Context: an optimization exercise on an open-source flow, tuned for small area, a short achievable clock period and few clock cycles per item. The choices shown serve that exercise and are no tape-out recipe.
No functional check of the RTL was part of this run.
Power and IR drop assume default switching activity.

==> design/flow/design.v <==
module lath_eval (
    input  wire        clk,
    input  wire        rst,
    input  wire [31:0] origin_x,       
    input  wire [31:0] origin_y,       
    input  wire [31:0] pitch_x,        
    input  wire [31:0] pitch_y,        
    input  wire [31:0] lath_pitch,     
    input  wire [31:0] phase_offset,   
    input  wire [15:0] slant_num,      
    input  wire [15:0] slant_den,      
    input  wire        in_valid,
    output wire        in_ready,
    input  wire [13:0] px,
    input  wire [12:0] py,
    input  wire [1:0]  stripe,
    input  wire [15:0] corr,           
    output reg         out_valid,
    output wire [6:0]  v,
    output reg  [31:0] m,
    output reg  [15:0] corr_o,
    output wire [47:0] xo,             
    output wire [47:0] yo              
);
    reg [31:0] lp_r;
    reg [33:0] lp3_r;                  
    reg [31:0] po_r;
    reg [15:0] den_r;
    reg [29:0] ox_r, oy_r;
    reg [18:0] ptx_r, pty_r;
    always @(posedge clk) begin
        lp_r  <= lath_pitch;
        lp3_r <= {2'b0, lp_r} + {1'b0, lp_r, 1'b0};
        po_r  <= phase_offset;
        den_r <= slant_den;
        ox_r  <= origin_x[29:0];
        oy_r  <= origin_y[29:0];
        ptx_r <= pitch_x[18:0];
        pty_r <= pitch_y[18:0];
    end
    wire lnz = |lp_r;
    localparam A_PREI = 3'd0;
    localparam A_PRE  = 3'd1;
    localparam A_H0   = 3'd2;
    localparam A_H    = 3'd3;
    localparam A_P    = 3'd4;
    localparam A_C    = 3'd5;
    localparam A_DONE = 3'd6;
    reg        a_free;
    reg [2:0]  a_ph;
    reg [5:0]  a_cnt;
    reg        pvalid;                 
    reg [13:0] pxa;
    reg [12:0] pya;                    
    reg [15:0] corra;
    reg [53:0] acc;                    
    reg [15:0] rr;                     
    reg [1:0]  cq;                     
    reg        hbd;                    
    reg [40:0] kq;                     
    reg [15:0] krem;
    assign in_ready = a_free;
    wire accept = in_valid & a_free;
    wire [15:0] r_add  = (a_ph == A_PRE) ? {15'd0, kq[40]} : (pya[12] ? krem : 16'd0);
    wire [18:0] r_x    = {2'b0, rr, 1'b0};
    wire [18:0] r_y    = {3'b0, r_add};
    wire [18:0] r_z1   = ~{3'b0, den_r};
    wire [18:0] r_z2   = ~{2'b0, den_r, 1'b0};
    wire [18:0] r_t    = r_x + r_y;
    wire [18:0] r_s1   = (r_x ^ r_y ^ r_z1) + {(r_x & r_y) | (r_x & r_z1) | (r_y & r_z1), 1'b1};
    wire [18:0] r_s2   = (r_x ^ r_y ^ r_z2) + {(r_x & r_y) | (r_x & r_z2) | (r_y & r_z2), 1'b1};
    wire        c1     = ~r_s2[18];
    wire        c0     = ~c1 & ~r_s1[18];
    wire [15:0] r_next = c1 ? r_s2[15:0] : (c0 ? r_s1[15:0] : r_t[15:0]);
    wire        dbl = (a_ph == A_H);
    reg  [53:0] ay;
    reg         acin;
    always @(*) begin
        case (a_ph)
            A_H0:    begin ay = ~({40'd0, pxa} << 11); acin = 1'b1; end
            A_H:     begin ay = hbd ? {{13{kq[40]}}, kq} : 54'd0; acin = 1'b0; end
            A_P:     begin ay = {22'd0, po_r}; acin = |rr; end
            default: begin ay = {{26{corra[15]}}, corra, 12'd0}; acin = 1'b0; end
        endcase
    end
    wire [53:0] ax   = dbl ? {acc[52:0], cq[0]} : acc;
    wire        ax0  = ax[0];
    wire        ci0  = dbl ? 1'b0 : acin;
    wire        as0  = ax0 ^ ay[0] ^ ci0;
    wire        ak1  = (ax0 & ay[0]) | (ax0 & ci0) | (ay[0] & ci0) | (dbl & cq[1]);
    wire [52:0] ahi  = ax[53:1] + ay[53:1] + {52'd0, ak1};
    wire [53:0] asum = {ahi, as0};
    reg        b_busy;
    reg [4:0]  b_cnt;
    reg [31:0] br;                     
    reg [27:0] bq;                     
    reg [13:0] pxb;
    reg [13:0] pyb;
    reg [15:0] corrb;
    reg [7:0]  vq;
    reg [39:0] xacc, yacc;
    wire b_last = b_busy & (b_cnt == 5'd17);
    wire b_load = ~a_free & (a_ph == A_DONE) & (~b_busy | b_last);
    wire inflight_n = accept | (~a_free & ~b_load) | b_load | (b_busy & ~b_last);
    wire [31:0] b_t0   = {{6{acc[53]}}, acc[53:28]};
    wire [31:0] b_init = acc[53] ? b_t0 + lp_r : b_t0;
    wire [33:0] bt  = {br, bq[27:26]};
    wire [34:0] bs1 = {1'b0, bt} - {3'b0, lp_r};
    wire [34:0] bs2 = {1'b0, bt} - {2'b0, lp_r, 1'b0};
    wire [34:0] bs3 = {1'b0, bt} - {1'b0, lp3_r};
    wire        g3  = ~bs3[34];
    wire        g2  = ~bs2[34];
    wire        g1  = ~bs1[34];
    wire [31:0] b_next = g3 ? bs3[31:0] : (g2 ? bs2[31:0] : (g1 ? bs1[31:0] : bt[31:0]));
    wire        qh  = g2;
    wire        ql  = g3 | (g1 & ~g2);
    wire        o_first = (b_cnt == 5'd0);
    wire        o_org   = (b_cnt == 5'd6);
    wire        o_run   = b_busy & (b_cnt < 5'd16);
    wire        xbit    = (b_cnt == 5'd15) ? 1'b1 : pxb[13];
    wire        ybit    = (b_cnt == 5'd15) ? 1'b1 : pyb[13];
    wire [39:0] xx      = o_first ? 40'd0 : (o_org ? xacc : {xacc[38:0], 1'b0});
    wire [39:0] yx      = o_first ? 40'd0 : (o_org ? yacc : {yacc[38:0], 1'b0});
    wire [39:0] xy      = o_org ? {{10{ox_r[29]}}, ox_r} : (xbit ? {21'd0, ptx_r} : 40'd0);
    wire [39:0] yy      = o_org ? {{10{oy_r[29]}}, oy_r} : (ybit ? {21'd0, pty_r} : 40'd0);
    assign v  = vq[7:1];
    assign xo = {{8{xacc[39]}}, xacc};
    assign yo = {{8{yacc[39]}}, yacc};
    always @(posedge clk) begin
        if (rst) begin
            a_free    <= 1'b1;
            a_ph      <= A_DONE;
            a_cnt     <= 6'd0;
            pvalid    <= 1'b0;
            b_busy    <= 1'b0;
            b_cnt     <= 5'd0;
            out_valid <= 1'b0;
        end else begin
            if (accept) begin
                a_free <= 1'b0;
                pxa    <= px;
                pya    <= py;
                corra  <= corr;
                acc    <= {27'd0, px, stripe, 11'd0};     
                rr     <= 16'd0;
                a_cnt  <= 6'd0;
                a_ph   <= pvalid ? A_H0 : A_PREI;
            end else if (~a_free) begin
                case (a_ph)
                    A_PREI: begin
                        kq    <= {~slant_num + 16'd1, 24'd0,
                                  ~slant_num[15] & (slant_num != 16'd0)};
                        rr    <= (~slant_num[15] & (slant_num != 16'd0)) ? den_r - 16'd1 : 16'd0;
                        a_ph  <= A_PRE;
                        a_cnt <= 6'd0;
                    end
                    A_PRE: begin
                        kq    <= {kq[39:0], c0};
                        rr    <= r_next;
                        a_cnt <= a_cnt + 6'd1;
                        if (a_cnt == 6'd39) begin
                            krem   <= r_next;
                            rr     <= 16'd0;
                            pvalid <= 1'b1;
                            a_ph   <= A_H0;
                        end
                    end
                    A_H0: begin
                        acc   <= asum;
                        rr    <= r_next;
                        cq    <= {c1, c0};
                        hbd   <= pya[12];
                        pya   <= {pya[11:0], pya[12]};
                        a_cnt <= 6'd0;
                        a_ph  <= A_H;
                    end
                    A_H: begin
                        acc   <= asum;
                        a_cnt <= a_cnt + 6'd1;
                        if (a_cnt == 6'd12) begin
                            a_ph <= A_P;
                        end else begin
                            rr  <= r_next;
                            cq  <= {c1, c0};
                            hbd <= pya[12];
                            pya <= {pya[11:0], pya[12]};
                        end
                    end
                    A_P: begin
                        acc  <= asum;
                        a_ph <= A_C;
                    end
                    A_C: begin
                        acc  <= asum;
                        a_ph <= A_DONE;
                    end
                    default: begin
                        if (b_load)
                            a_free <= 1'b1;
                    end
                endcase
            end
            out_valid <= b_last;
            if (~inflight_n)
                pvalid <= 1'b0;
            if (b_busy & (b_cnt >= 5'd14))
                vq <= {vq[5:0], qh & lnz, ql & lnz};
            if (b_load) begin
                b_busy <= 1'b1;
                b_cnt  <= 5'd0;
                br     <= b_init;
                bq     <= acc[27:0];
                pxb    <= pxa;
                pyb    <= {1'b0, pya};
                corrb  <= corra;
            end else begin
                br <= b_next;
                bq <= {bq[25:0], 2'b00};
                if (b_busy) begin
                    b_cnt <= b_cnt + 5'd1;
                    if (b_last)
                        b_busy <= 1'b0;
                    if (b_cnt == 5'd13) begin
                        m      <= lnz ? b_next : 32'd0;
                        corr_o <= lnz ? corrb : 16'd0;
                    end
                    if (o_run) begin
                        xacc <= xx + xy;
                        yacc <= yx + yy;
                        if (~o_org) begin
                            pxb <= {pxb[12:0], 1'b0};
                            pyb <= {pyb[12:0], 1'b0};
                        end
                    end
                end
            end
        end
    end
endmodule
==> design/flow/run.sh <==
#!/bin/bash
# synth_recipe.tcl (not shown) runs the flow's synth.tcl, then flattens the netlist and writes it again
# the make line also repeats each setting of config.mk as NAME=value (left out here)
make -C /OpenROAD-flow-scripts/flow DESIGN_CONFIG=/design/flow/config.mk WORK_HOME=/design/flow/orfs CLKGATE_MAP_FILE= SYNTH_SCRIPT=/design/flow/synth_recipe.tcl finish
==> design/flow/config.mk <==
export PLATFORM = sky130hd
export DESIGN_NAME = lath_eval
export DESIGN_NICKNAME = lath_eval
export VERILOG_FILES = /design/flow/design.v
export SDC_FILE = /design/flow/constraint.sdc
export NUM_CORES = 4
export LEC_CHECK = 0
export CAP_MARGIN = 20
export CORE_MARGIN = 2
export CORE_UTILIZATION = 40
export SLEW_MARGIN = 20
==> design/flow/constraint.sdc <==
create_clock -name core_clock -period 11.0 [get_ports {clk}]
set_input_delay 2.2000 -clock core_clock [delete_from_list [all_inputs] [get_ports {clk}]]
set_output_delay 2.2000 -clock core_clock [all_outputs]
set_load 0.01 [all_outputs]
==> impl_results.md <==
- Main combinational cell family by area after synthesis: compound AO/OA/AOI/OAI gates
- Total Power: ~11000 uW
- Fraction of layout cells with a size suffix above 1: around 4.8%
- Setup Skew: roughly 39 ps
- Core Region: roughly 110000 um2
- Die height: approximately 330 um
- Hold WC Path Type: reg2reg
- Endpoints failing setup: 0
- Post-CTS Hold Buffers: 0
- Post-CTS Setup Repair Bufs: 0
- Die ar.: 110400 um2
- H-tree depth: 3
- Final Hold Violating Endpoints: 0
- Total CTS buffers: approximately 80
- CP startpoint kind: register
- CP endpoint kind: register
- NumNets Final: ~6000
- Slew HR: 31.13%
- Lkg Pwr: 0.02154 uW
- Area contributors post-synth: edfxtp_1, dfxtp_1, ha_1, nand2_1, a21oi_1
- Yosys top cell by area: edfxtp_1
- Multi-input logic area: between 20000 and 25000 um2
- Clock sinks: roughly 640
- Syn nets: 5516
- CTS tree: built
- Clk Latency, worst-skew pair: slightly below 700 ps
- Final instance area: ~50000 um2
- Routed len/inst: 20.21 um
- Post-synthesis cell count: just under 5000
- Slowest stage delay, CP: approximately 690 ps
- Top FF cell, synth: edfxtp_1
- First-pass GRT wire length: 206300 um
- Distinct cell type count after synthesis: slightly above 90
- Compound-Gate Fraction of Synth Area: roughly a fifth
- EDFF count, synth: approximately 410
- Leading cell type in the layout, fill and taps excluded: nand2_1
- Period Utilization, post-route: between 50 and 60%
- F_max: between 150 and 200 MHz
- DRC: 0
- DRT Pass-1 Iters: 5
- RSZ-0062 raised after global routing: false
- Largest net degree at the start of global routing: between 60 and 70
- Mux share of post-synthesis cell area: less than 1%
- Register area: ~17000 um2
- Adder-Cell Fraction of Synth Area: ~13%
- Die X: approximately 330 um
- Crit path cell chain: inv_1 -> nand2_1 -> nor2_4 -> buf_4 -> nand2_1 -> nand2_1 -> fa_1 -> a21o_1 -> fa_1 -> inv_1 -> fa_1 -> nor2b_1 -> o31a_1 -> o21a_1 -> o21ai_1 -> a31oi_1 -> a21oi_1 -> o31a_1 -> o21ai_1 -> a41oi_1 -> mux2i_1
- Port bufs: ~390
- Gr usage total: 23.78%
- Worst Path Max Fanout: between 50 and 60
- Slowest-stage cell, CP: dfxtp_1
- Arrival time at the worst endpoint: 6850 ps
- Final WL: 134100 um
- Simple-Gate Fraction of Synth Area: 18.44%
- Grt ovf: 0
- Max-cap viol count: 0
- Yosys reg bits: around 640
- Vias in the first global route: about 35000
- Post-DP Area: between 40000 and 50000 um2
- Post-Synthesis Cell Area: between 40000 and 50000 um2
- # fillers: slightly above 10000
- Rows: 120
- Initial core utilization: about two fifths
- DR iter-0 viols: 3058
- WHS: around 420 ps
- Yosys warning count: 1
- Sequential share of the synthesized area: roughly two fifths
- Most frequent cells in the layout: nand2_1, a21oi_1, edfxtp_1, clkdlybuf4s50_1, ha_1
- Synth Area in XOR/XNOR: just under 6%
- Crit Path Class: reg2reg
- Status: timing/DRC/antenna clean
- Antenna violations before repair: 8
- Root buf cell: clkbuf_16
- Post-layout min period: ~6400 ps
- Area delta synth->final: 18.89%
- Ports: around 430
- Ys async rst share: 0%
- Worst-Margin Slew: 1031 ps
- Deepest clock path buffer count: 3
- Syn Area/Cell: 8.911 um2
- Vias per Instance: roughly 5.5
- VDD IR max: between 100 and 150 uV
- Worst-path clk slew: around 60 ps
- Cell Pwr Density: approximately 210 nW/um2
- # resized after CTS: 0
- Detail Placement HPWL: roughly 100000 um
- Slew Viols, Final: 0
- Setup TNS: 0 ps
- CP required: 11500 ps
- Vias: approximately 37000
- Yosys top cell area share: about 29%
- GP Congestion: just over 0.9
- Final ANT Viol Nets: 0
-- through the flow --
| step | util, % | setup WS (ps) | instances |
|---|---|---|---|
| global placement | 45.31 | 4827 | 6483 |
| detailed placement | 45.31 | 4747 | 6484 |
| CTS | 47.87 | 4712 | 6630 |
| global route | 47.94 | 4280 | 6634 |
| finish | 47.94 | 4645 | 6634 |
| floorplan | - | 1903 | 4837 |
-- Yosys cell counts (45+ instances only) --
library cell	n
a21oi_1	439
inv_1	204
nor3_1	79
and3_1	52
nand2_1	852
a211oi_1	61
o21ai_0	245
a31oi_1	45
nand2b_1	60
nor2b_1	60
a21o_1	150
clkbuf_1	133
edfxtp_1	413
ha_1	364
xnor2_1	190
nand3_1	113
nor2_1	336
xor2_1	97
and2_1	72
dfxtp_1	230
o21a_1	54
-- worst max-delay path, delay by kind of cell, from the launching register on --
kind                     cells  cell delay, ps
AO/OA/AOI/OAI                9            2720
adder cells (fa/ha/maj)      3            1010
AND/OR/NAND/NOR              5             780
flip-flops                   1             690
buffers and inverters        3             690
multiplexers                 1             270
-- cell type report --
type                       count  share of cell area [%]
multi-input combinational   3796                   48.11
sequential                   643                   33.19
timing repair buffer         440                   8.443
clock buffer                 101                   4.346
tap                         1403                   3.426
inverter                     204                   1.494
clock inverter                45                  0.9888
antenna                        2                0.009766
-- cell families (layout without fill, tap and decap cells) --
kind of cell,after synthesis,after routing
AND/OR/NAND/NOR,1769,1769
AO/OA/AOI/OAI,1297,1297
flip-flops,643,643
adder cells (fa/ha/maj),407,407
buffers and inverters,398,790
XOR/XNOR,287,287
multiplexers,36,36
other,0,2
-- sequential cells by signal, indices dropped and copies added (netlist names), 32 cells and up --
signal / count
yacc: 40
br: 32
lp3_r: 34
m: 32
po_r: 32
kq: 41
acc: 54
lp_r: 32
xacc: 40
-- final timing paths --
check,to,depth (start not counted),from,slack (ps)
worst max register to register,acc[49]$_SDFFCE_PP0P_,21,a_ph[2]$_SDFFE_PP1P_,4650
worst min-delay path,vq[2]$_DFFE_PP_,0,vq[0]$_DFFE_PP_,420
worst min register to register,vq[2]$_DFFE_PP_,0,vq[0]$_DFFE_PP_,420
worst max-delay path,acc[49]$_SDFFCE_PP0P_,21,a_ph[2]$_SDFFE_PP1P_,4650
-- metal layers --
metal | GRT usage (%) | vias to the layer above | share of wire [%]
met3 | 3.631 | 186 | 6.3
met5 | 0 | - | 0.015
met2 | 37.89 | 1102 | 45
met4 | 7.012 | 2 | 2.9
li1 | - | 18010 | -
met1 | 33.29 | 17480 | 46
-- power breakdown --
part | internal, uW | switching [uW]
logic | 1860 | 2830
registers | 2960 | 226
clock network | 1580 | 1140
total | 6410 | 4200

[afterwards: timing with drivers on the ports]
How much do the figures lean on ideal ports? The routed layout below was timed once more, with nothing changed but the port constraints.
Step 1 sets driving cells, clkbuf_16 on the clock port and buf_2 on the other inputs (assumed; they add their load-dependent delay and slew).
Step 2 adds t to the input delays and takes it off the output delays; t is the mean of the earliest and latest rising clock arrival at the registers after step 1. Input paths then give back, and output paths get back, about the clock's delay inside the block.
Slacks: ideal ports / drivers / drivers and shift; pairs: ideal ports / drivers.
shift t [ns]: 0.729
setup slack, ns: 4.645 / 4.645 / 4.645
worst hold slack (ns): 0.417 / 0.417 / 0.417
After both steps setup and hold are still met in this run. The setup slack of this run moves by 0.000 ns with the drivers and by 0.000 ns with both steps.
